This design comes from an exercise in tuning for small area on the open sky130 flow, not from production work. The RTL was checked by simulation tests, not by an equivalence proof against the original design. No activity file was given, so power comes from the tool's default toggle rates.

[flow/config.mk]
export PLATFORM = sky130hd
export DESIGN_NAME = lane_rx
export DESIGN_NICKNAME = lane_rx
export VERILOG_FILES = /design/flow/design.v
export SDC_FILE = /design/flow/constraint.sdc
export NUM_CORES = 4
export LEC_CHECK = 0
export CAP_MARGIN = 20
export CORE_MARGIN = 2
export CORE_UTILIZATION = 40
export SLEW_MARGIN = 20
[flow/run.sh]
#!/bin/bash
# synth_recipe.tcl (not shown) runs the flow's synth.tcl, then flattens the netlist and writes it again
# the make line also repeats each setting of config.mk as NAME=value (left out here)
make -C /OpenROAD-flow-scripts/flow DESIGN_CONFIG=/design/flow/config.mk WORK_HOME=/design/flow/orfs CLKGATE_MAP_FILE= SYNTH_SCRIPT=/design/flow/synth_recipe.tcl finish
[flow/design.v]
module sat_cnt #(
    parameter W  = 16,    
    parameter IW = 1      
) (
    input  wire          clk,
    input  wire          rst,
    input  wire          clr,       
    input  wire          ovf_clr,   
    input  wire [IW-1:0] inc,       
    output reg  [W-1:0]  cnt,
    output reg           ovf
);
    wire [W:0] sum = {1'b0, cnt} + {{(W+1-IW){1'b0}}, inc};
    wire       over = sum[W];    
    always @(posedge clk) begin
        if (rst) begin
            cnt <= {W{1'b0}};
            ovf <= 1'b0;
        end else begin
            if (clr)
                cnt <= {W{1'b0}};
            else if (sum[W])
                cnt <= {W{1'b1}};
            else
                cnt <= sum[W-1:0];
            if (over)
                ovf <= 1'b1;
            else if (ovf_clr)
                ovf <= 1'b0;
        end
    end
endmodule
module lane_rx (
    input  wire        clk,
    input  wire        rst,           
    input  wire        active,        
    input  wire        realign,       
    input  wire [1:0]  slot_mode,     
    input  wire        scr_dis,       
    input  wire        clr_cnt,       
    input  wire [3:0]  evt_clr,       
    input  wire [6:0]  ovf_clr,       
    input  wire        sym_valid,     
    input  wire        sym_start,     
    input  wire        sym_k,         
    input  wire        sym_err,       
    input  wire [7:0]  sym_data,
    output reg  [3:0]  wd_valid,
    output reg  [39:0] wd_data,       
    output reg  [11:0] wd_slot,       
    output reg         pay_loss,
    output reg         side_a,
    output reg  [3:0]  type_last,
    output reg  [3:0]  seq_last,
    output reg  [39:0] cad,           
    output reg  [3:0]  evt,           
    output wire [15:0] cnt_seq,
    output wire [15:0] cnt_hdr,
    output wire [15:0] cnt_mode,
    output wire [15:0] cnt_illegal,
    output wire [15:0] cnt_test,
    output wire [15:0] cnt_loss,
    output wire [15:0] cnt_crc,
    output wire [6:0]  ovf            
);
    localparam [3:0] TYPE_PAYLOAD = 4'h5;
    localparam [3:0] TYPE_TEST    = 4'hA;
    localparam [7:0] K28_5        = 8'hBC;
    function [7:0] crc8_byte(input [7:0] c_in, input [7:0] d);
        integer k;
        reg [7:0] c;
        begin
            c = c_in ^ d;
            for (k = 0; k < 8; k = k + 1)
                c = c[7] ? ((c << 1) ^ 8'h07) : (c << 1);
            crc8_byte = c;
        end
    endfunction
    function [23:0] scr_step(input [15:0] s_in);   
        integer b;
        reg [15:0] s;
        reg [7:0]  k;
        reg        fb;
        begin
            s = s_in;
            k = 8'h00;
            for (b = 7; b >= 0; b = b - 1) begin
                fb   = s[15] ^ s[4] ^ s[3] ^ s[2];
                k[b] = s[15];
                s    = {s[14:0], fb};
            end
            scr_step = {s, k};
        end
    endfunction
    reg        in_blk;       
    reg [9:0]  pos;          
    reg        active_q;
    wire       sym   = sym_valid & active & ~realign & (sym_start | in_blk);
    wire [9:0] p     = sym_start ? 10'd0 : pos;
    wire       bad_c = sym_k | sym_err;
    wire [7:0] d     = bad_c ? 8'h00 : sym_data;    
    wire lane_drop = (active_q & ~active) | realign;
    always @(posedge clk) begin
        if (rst) begin
            in_blk   <= 1'b0;
            pos      <= 10'd0;
            active_q <= 1'b0;
        end else begin
            active_q <= active;
            if (lane_drop) begin
                in_blk <= 1'b0;
            end else if (sym) begin
                pos    <= p + 10'd1;
                in_blk <= (p != 10'd1023);
            end
        end
    end
    reg       k_ok;         
    reg       hdr_bad;      
    reg [3:0] h_type, h_seq;
    reg       h_side;
    reg [1:0] h_mode;
    reg [4:0] h_cad;
    reg [7:0] crc_acc;      
    reg [7:0] crc_hdr;      
    always @(posedge clk) begin
        if (rst) begin
            k_ok    <= 1'b0;
            hdr_bad <= 1'b0;
            h_type  <= 4'h0;
            h_seq   <= 4'h0;
            h_side  <= 1'b0;
            h_mode  <= 2'd0;
            h_cad   <= 5'd0;
            crc_acc <= 8'hFF;
            crc_hdr <= 8'hFF;
        end else if (sym) begin
            case (p)
                10'd0: begin
                    k_ok    <= sym_k & ~sym_err & (sym_data == K28_5);
                    hdr_bad <= 1'b0;
                end
                10'd1: begin
                    hdr_bad <= bad_c;
                    h_type  <= d[7:4];
                    h_seq   <= d[3:0];
                    crc_hdr <= crc8_byte(crc_acc, d);
                end
                10'd2: begin
                    hdr_bad <= hdr_bad | bad_c;
                    h_side  <= d[7];
                    h_mode  <= d[6:5];
                    h_cad   <= d[4:0];
                    crc_hdr <= crc8_byte(crc_hdr, d);
                end
                10'd3: ;
                10'd4:   crc_acc <= crc8_byte(8'hFF, d);
                default: crc_acc <= crc8_byte(crc_acc, d);
            endcase
        end
    end
    reg       first;        
    reg [2:0] inv_run;      
    reg       val_run;      
    reg       deliver;      
    reg       test_chk;     
    wire at_dec = sym & (p == 10'd3);
    wire type_ok = (h_type == TYPE_PAYLOAD) | (h_type == TYPE_TEST);
    wire seq_ok  = first | (h_seq == seq_last + 4'd1);
    wire crc_ok  = first | (crc_hdr == d);
    wire mode_ok = (h_mode == slot_mode);
    wire hdr_err_now = hdr_bad | bad_c | ~type_ok;
    reg [1:0] max_rate;
    always @(*) begin
        case (slot_mode)
            2'd0: max_rate = 2'b11;
            2'd1: max_rate = 2'b10;
            2'd2: max_rate = 2'b01;
            default: max_rate = 2'b00;
        endcase
    end
    reg  b_valid, b_accept, e_hdr, e_crc, e_mode, e_seq;
    always @(*) begin
        b_valid  = 1'b0;
        b_accept = 1'b0;
        e_hdr    = 1'b0;
        e_crc    = 1'b0;
        e_mode   = 1'b0;
        e_seq    = 1'b0;
        if (!k_ok) begin
        end else if (hdr_err_now) begin
            e_hdr = 1'b1;
        end else if (!crc_ok) begin
            e_crc    = 1'b1;
            b_accept = (h_type == type_last) & (h_seq == seq_last + 4'd1) & mode_ok;
        end else if (!mode_ok) begin
            e_mode = 1'b1;
        end else if (!seq_ok) begin
            e_seq    = 1'b1;
            b_accept = 1'b1;
        end else begin
            b_valid  = 1'b1;
            b_accept = 1'b1;
        end
    end
    reg [2:0] cad_slot;
    always @(*) begin
        case (slot_mode)
            2'd0: cad_slot = 3'd0;
            2'd1: cad_slot = {2'b00, h_seq[0]};
            2'd2: cad_slot = {1'b0, h_seq[1:0]};
            default: cad_slot = h_seq[2:0];
        endcase
    end
    wire cad_rate_err = b_valid & (h_cad[2:1] > max_rate);
    wire loss_enter = at_dec & ~pay_loss & ~b_valid & (inv_run == 3'd7);
    wire restore    = at_dec & pay_loss & b_valid & val_run;
    wire drop_enter = lane_drop & ~pay_loss;
    wire loss_next  = (pay_loss | loss_enter) & ~restore;
    always @(posedge clk) begin
        if (rst) begin
            first     <= 1'b1;
            inv_run   <= 3'd0;
            val_run   <= 1'b0;
            pay_loss  <= 1'b0;
            deliver   <= 1'b0;
            test_chk  <= 1'b0;
            type_last <= 4'h0;
            seq_last  <= 4'h0;
            side_a    <= 1'b0;
            cad       <= 40'd0;
        end else if (lane_drop) begin
            first    <= 1'b1;
            inv_run  <= 3'd0;
            val_run  <= 1'b0;
            pay_loss <= 1'b1;
            deliver  <= 1'b0;
            test_chk <= 1'b0;
        end else if (at_dec) begin
            first <= 1'b0;
            if (b_valid) begin
                inv_run <= 3'd0;
                val_run <= pay_loss & ~val_run;
            end else begin
                val_run <= 1'b0;
                inv_run <= (pay_loss || inv_run == 3'd7) ? 3'd0 : inv_run + 3'd1;
            end
            pay_loss <= loss_next;
            if (b_accept) begin
                type_last <= h_type;
                seq_last  <= h_seq;
            end
            if (b_valid) begin
                side_a <= h_side;
                cad[cad_slot*5 +: 5] <= h_cad;
            end
            deliver  <= b_accept & (h_type == TYPE_PAYLOAD) & ~loss_next;
            test_chk <= b_accept & (h_type == TYPE_TEST);
        end
    end
    wire [15:0] seed  = {4'b1000, h_seq, h_seq, h_seq};
    reg  [15:0] lfsr;
    wire [23:0] step  = scr_step((p == 10'd4) ? seed : lfsr);
    wire [7:0]  pb    = scr_dis ? d : (d ^ step[7:0]);
    wire        pay   = sym & (p >= 10'd4);
    always @(posedge clk) begin
        if (rst)
            lfsr <= 16'h0000;
        else if (pay)
            lfsr <= step[23:8];
    end
    wire test_bad = pay & test_chk & (pb != 8'h00);
    reg [2:0]  gbyte;       
    reg        godd;        
    reg [31:0] gbuf;        
    wire grp_done = pay & (p != 10'd4) & (gbyte == 3'd4);
    wire [39:0] g = {gbuf, pb};
    always @(posedge clk) begin
        if (rst) begin
            gbyte <= 3'd0;
            godd  <= 1'b0;
            gbuf  <= 32'd0;
        end else if (pay) begin
            if (p == 10'd4) begin
                gbuf  <= {24'd0, pb};
                gbyte <= 3'd1;
                godd  <= 1'b0;
            end else if (gbyte == 3'd4) begin
                gbyte <= 3'd0;
                godd  <= ~godd;
            end else begin
                gbuf  <= {gbuf[23:0], pb};
                gbyte <= gbyte + 3'd1;
            end
        end
    end
    reg [3:0]  w_valid;
    reg [39:0] w_data;
    reg [11:0] w_slot;
    reg [2:0]  n_illegal;
    integer i;
    reg [9:0] w;
    always @(*) begin
        n_illegal = 3'd0;
        for (i = 0; i < 4; i = i + 1) begin
            w = g[39 - 10*i -: 10];
            w_valid[i] = (w != 10'h001);
            if (w == 10'h002 || w == 10'h003) begin
                w_data[10*i +: 10] = 10'h004;
                n_illegal = n_illegal + 3'd1;
            end else if (w >= 10'h3FC && w <= 10'h3FE) begin
                w_data[10*i +: 10] = 10'h3FB;
                n_illegal = n_illegal + 3'd1;
            end else begin
                w_data[10*i +: 10] = w;
            end
            case (slot_mode)
                2'd0: w_slot[3*i +: 3] = 3'd0;
                2'd1: w_slot[3*i +: 3] = {2'b00, i[0]};
                2'd2: w_slot[3*i +: 3] = {1'b0, i[1:0]};
                default: w_slot[3*i +: 3] = {godd, i[1:0]};
            endcase
        end
    end
    wire       out_en = grp_done & deliver;
    wire [2:0] illegal_inc = out_en ? n_illegal : 3'd0;
    always @(posedge clk) begin
        if (rst) begin
            wd_valid <= 4'd0;
            wd_data  <= 40'd0;
            wd_slot  <= 12'd0;
        end else begin
            wd_valid <= out_en ? w_valid : 4'd0;
            if (out_en) begin
                wd_data <= w_data;
                wd_slot <= w_slot;
            end
        end
    end
    wire [3:0] evt_set = {
        at_dec & (e_mode | cad_rate_err),
        at_dec & b_valid & (h_side != side_a),
        restore,
        loss_enter | drop_enter
    };
    always @(posedge clk) begin
        if (rst)
            evt <= 4'd0;
        else
            evt <= evt_set | (evt & ~evt_clr);
    end
    sat_cnt #(.W(16), .IW(1)) u_seq (
        .clk(clk), .rst(rst), .clr(clr_cnt), .ovf_clr(ovf_clr[0]),
        .inc(at_dec & e_seq), .cnt(cnt_seq), .ovf(ovf[0]));
    sat_cnt #(.W(16), .IW(1)) u_hdr (
        .clk(clk), .rst(rst), .clr(clr_cnt), .ovf_clr(ovf_clr[1]),
        .inc(at_dec & e_hdr), .cnt(cnt_hdr), .ovf(ovf[1]));
    sat_cnt #(.W(16), .IW(1)) u_mode (
        .clk(clk), .rst(rst), .clr(clr_cnt), .ovf_clr(ovf_clr[2]),
        .inc(at_dec & (e_mode | cad_rate_err)), .cnt(cnt_mode), .ovf(ovf[2]));
    sat_cnt #(.W(16), .IW(3)) u_illegal (
        .clk(clk), .rst(rst), .clr(clr_cnt), .ovf_clr(ovf_clr[3]),
        .inc(illegal_inc), .cnt(cnt_illegal), .ovf(ovf[3]));
    sat_cnt #(.W(16), .IW(1)) u_test (
        .clk(clk), .rst(rst), .clr(clr_cnt), .ovf_clr(ovf_clr[4]),
        .inc(test_bad), .cnt(cnt_test), .ovf(ovf[4]));
    sat_cnt #(.W(16), .IW(1)) u_loss (
        .clk(clk), .rst(rst), .clr(clr_cnt), .ovf_clr(ovf_clr[5]),
        .inc(loss_enter | drop_enter), .cnt(cnt_loss), .ovf(ovf[5]));
    sat_cnt #(.W(16), .IW(1)) u_crc (
        .clk(clk), .rst(rst), .clr(clr_cnt), .ovf_clr(ovf_clr[6]),
        .inc(at_dec & e_crc), .cnt(cnt_crc), .ovf(ovf[6]));
endmodule
[flow/constraint.sdc]
create_clock -name core_clock -period 6.0 [get_ports {clk}]
set_input_delay 1.2000 -clock core_clock [delete_from_list [all_inputs] [get_ports {clk}]]
set_output_delay 1.2000 -clock core_clock [all_outputs]
set_load 0.01 [all_outputs]
==> flow_metrics.py <==
metrics = {
    "clock_tree": {
        "htreeDepth": 2,
        "cts_tree": "done",
        "root_buffer": "clkbuf_16",
        "postCtsSetupBuffers": 0,
        "hold_buffers": 0,
        "cts-resized-gates": 0,
        "clock_sinks": 325,
        "cts.path.max_buffers": 3,
        "clk_pin_slew_ns": 0.05,
        "cts_made_buffers": 39,
        "clock_latency_ns": 0.55,
    },
    "die": {
        "dieArea_sq_mm": 0.0397,
        "die_width_um": 199,
        "num_io_pins": 260,
        "fp.dieH_um": 199,
        "design.core.area_sq_mm": 0.0376,
        "rows": 71,
        "start_util_pct": 40.5,
    },
    "grt": {
        "antenna_found_initial": 0,
        "grt_pass1_vias": 12300,
        "grt_remaining_overflow": 0,
        "track_usage_pct": 20.7,
        "grt_pass1_wl_um": 65700,
        "grt_max_degree": 125,
    },
    "final_layout": {
        "final_util_pct": 51.8,
        "layout_common_cells": "dfxtp_1, clkdlybuf4s50_1, nor2_1",
        "nets": 2071,
        "filler_cell_count": 3552,
        "stdcell_count": 2542,
        "antenna_cells": 0,
        "layout-drive-gt1-share_pct": 5.81,
        "final_common_cell": "dfxtp_1",
        "area_growth_pct": 27.7,
    },
    "worst_setup_path": {
        "path_class": "in -> reg",
        "required_ns": 6.38,
        "crit_path_max_fanout": 14,
        "arrival_ns": 5.72,
        "r2r-start": "gbuf[28]",
        "ff2ff_setup_slack_ns": 1.42,
        "crit_path_start": "sym_start",
        "worstSetupStartpointType": "input port",
        "worstSetupEndpointType": "flip-flop",
    },
    "routing": {
        "drtIter0Drc": 725,
        "final_antenna_net_count": 0,
        "vias": 13200,
        "drc": 0,
        "viasPerCell": 5.21,
        "avgRoutedWirePerCell_um": 16.4,
        "wirelength_um": 41800,
        "drtPass1Iterations": 5,
    },
    "yosys": {
        "synth_edf_count": 0,
        "synth_cell_types": 73,
        "synthFlopType": "dfxtp_1",
        "yosys_warnings": 3,
        "ys_seq_elements": 325,
        "syn_area_sq_mm": 0.0152,
        "synth_top_area_share_pct": 42.7,
        "syn_area_per_cell_sq_um": 8.50,
        "yosysTopAreaCell": "dfxtp_1",
        "async_reset_ff_share_pct": 0,
        "yosysSeqAreaShare_pct": 42.7,
        "synth_area_leaders": "dfxtp_1, a21oi_1, xnor2_1, nor2_1, nand2_1",
        "syn_inst": 1793,
    },
    "sta": {
        "setup_violations": 0,
        "finalClockSkew_ns": 0.0119,
        "fmax_mhz": 187,
        "rsz0062_at_grt": "no",
        "hold_viol_final": 0,
        "fin_tns_setup_ns": 0,
        "holdWs_ns": 0.452,
        "slew_headroom_pct": 35.0,
        "min_period_ns": 5.34,
        "tightest_slew_ns": 0.975,
        "final_max_slew_viol_count": 0,
        "min_period_over_period_pct": 89.0,
    },
    "placement": {
        "place.port_buffers": 255,
        "place_inst": 2473,
        "globalplace.congestion": 0.843,
        "dp_hpwl_um": 30200,
    },
    "pwr": {
        "peakVddDrop_v": 0.000154,
        "power_leakage_nw": 6.89,
        "finalPower_w": 0.00474,
        "p_per_area_mw_per_mm2": 244,
    },
    "min_path": {
        "hp-class": "reg -> reg",
        "holdCritStartpoint": "wd_data[20]",
    },
    "outcome": {
        "outcome": "complete, no violations",
    },
    "flow_run": {
        "cap_violations": 0,
    },
}
[final timing paths]
check,endpoint,cells past startpoint
min,wd_data[20],2
max,u_illegal.cnt[2],16
min reg2reg,wd_data[20],2
max reg2reg,u_illegal.cnt[2],18
[power by group]
part           internal, W  total [W]  switching [W]
Combinational    0.0000592   0.000161       0.000102
Sequential         0.00216    0.00216     0.00000215
Clock              0.00149    0.00241       0.000922
Total              0.00371    0.00474        0.00103
[cells in the mapped netlist (all sizes together) (3+ instances only)]
cell type / n
a311oi: 13
xor2: 84
clkbuf: 80
nor3b: 4
a31o: 3
xnor2: 99
a21oi: 190
o21ai: 39
a31oi: 18
buf: 33
nand3: 58
o21a: 5
and4b: 6
a211oi: 38
nand2: 198
a21o: 4
nor4: 9
or3: 7
nor2: 221
nand2b: 23
nor2b: 19
or4: 6
nor4bb: 5
and4: 4
o211ai: 7
ha: 35
a21boi: 3
a211o: 8
nor3: 32
mux2i: 46
or2: 6
a22oi: 32
o22ai: 3
inv: 37
and2: 12
and3: 30
a22o: 10
dfxtp: 325
nand4: 21
[cell families after synthesis]
family                     share of synthesized area [%]
xor gates and xnor gates                            10.6
adders and majority gates                           3.01
other                                             0.0246
muxes                                               3.36
DFF                                                 42.7
AOI/OAI and AO/OA                                   15.5
buffers and inverters                               4.31
and+or+nand+nor                                     20.5
[routing by layer]
layer	vias to the layer above	part of all wire (%)	GRT usage, %
met4	0	2.2	5.89
met2	287	46	33.6
met5	-	0	0
met1	6263	46	27.6
li1	6628	-	-
met3	64	5.3	4.39
[stage by stage]
stage / setup WS (ns) / instance area (sq um)
finish: 0.658 / 19500
detailed placement: 0.0992 / 18100
global placement: 0.306 / 18100
floorplan: 0.921 / 15200
global route: 0.335 / 19500
CTS: 0.711 / 19400
[registers in the layout (all words and copies together), names as in the netlist, 8 cells and up]
register and cells:
pos 10, u_hdr.cnt 16, u_crc.cnt 16, lfsr 16, u_loss.cnt 16, u_seq.cnt 16, gbuf 32, crc_acc 8
u_illegal.cnt 16, u_test.cnt 16, cad 40, u_mode.cnt 16, crc_hdr 8, wd_data 40
[worst max-delay path: stages]
cell	delay [ns]
clkdlybuf4s50_1	0.53
nand2b_1	0.18
ha_1	0.28
o2111a_2	0.48
mux2i_1	0.26
xnor2_1	0.16
or2_2	0.35
a22oi_2	0.36
xor2_1	0.18
nor2_1	0.06
ha_1	0.21
fa_1	0.42
a21o_1	0.20
nand4_1	0.23
or3_1	0.48
a21oi_1	0.13
[area by class of cell]
class / instances / area [sq um] / area share (%)
inverter: 37 / 139 / 0.714
sequential: 325 / 6510 / 33.4
timing repair buffer: 280 / 2750 / 14.1
multi-input combinational: 1321 / 8110 / 41.7
tap: 511 / 639 / 3.29
clock buffer: 54 / 1130 / 5.83
clock inverter: 14 / 181 / 0.933

## re-timing with driven ports
The flow's constraints put no driver on any port. The routed layout listed below was extracted and timed again, unchanged, in two steps.
Step 1 (the two cells are an assumption about what drives the block):
set clk [get_ports {clk}]
set_driving_cell -lib_cell sky130_fd_sc_hd__clkbuf_16 $clk
set_driving_cell -lib_cell sky130_fd_sc_hd__buf_2 [delete_from_list [all_inputs] $clk]
Step 2 times the ports against the registers' clock, not the clock port: input delays grow and output delays shrink by t, the midpoint of the rising clock arrivals with the driver on.
a / b / c = no drivers / after step 1 / after step 2; a / b = the first two.
t (ns): 0.600
setup slack, ns: 0.658 / 0.693 / 0.093
worst setup path at the end: input to register
slew at the worst register clock pin (ns): 0.06 / 0.06
cell pins on the clock port's net: 1
After both steps this run still meets setup and hold. The setup slack of this run moves by +0.035 ns with the drivers and by -0.565 ns with both steps.
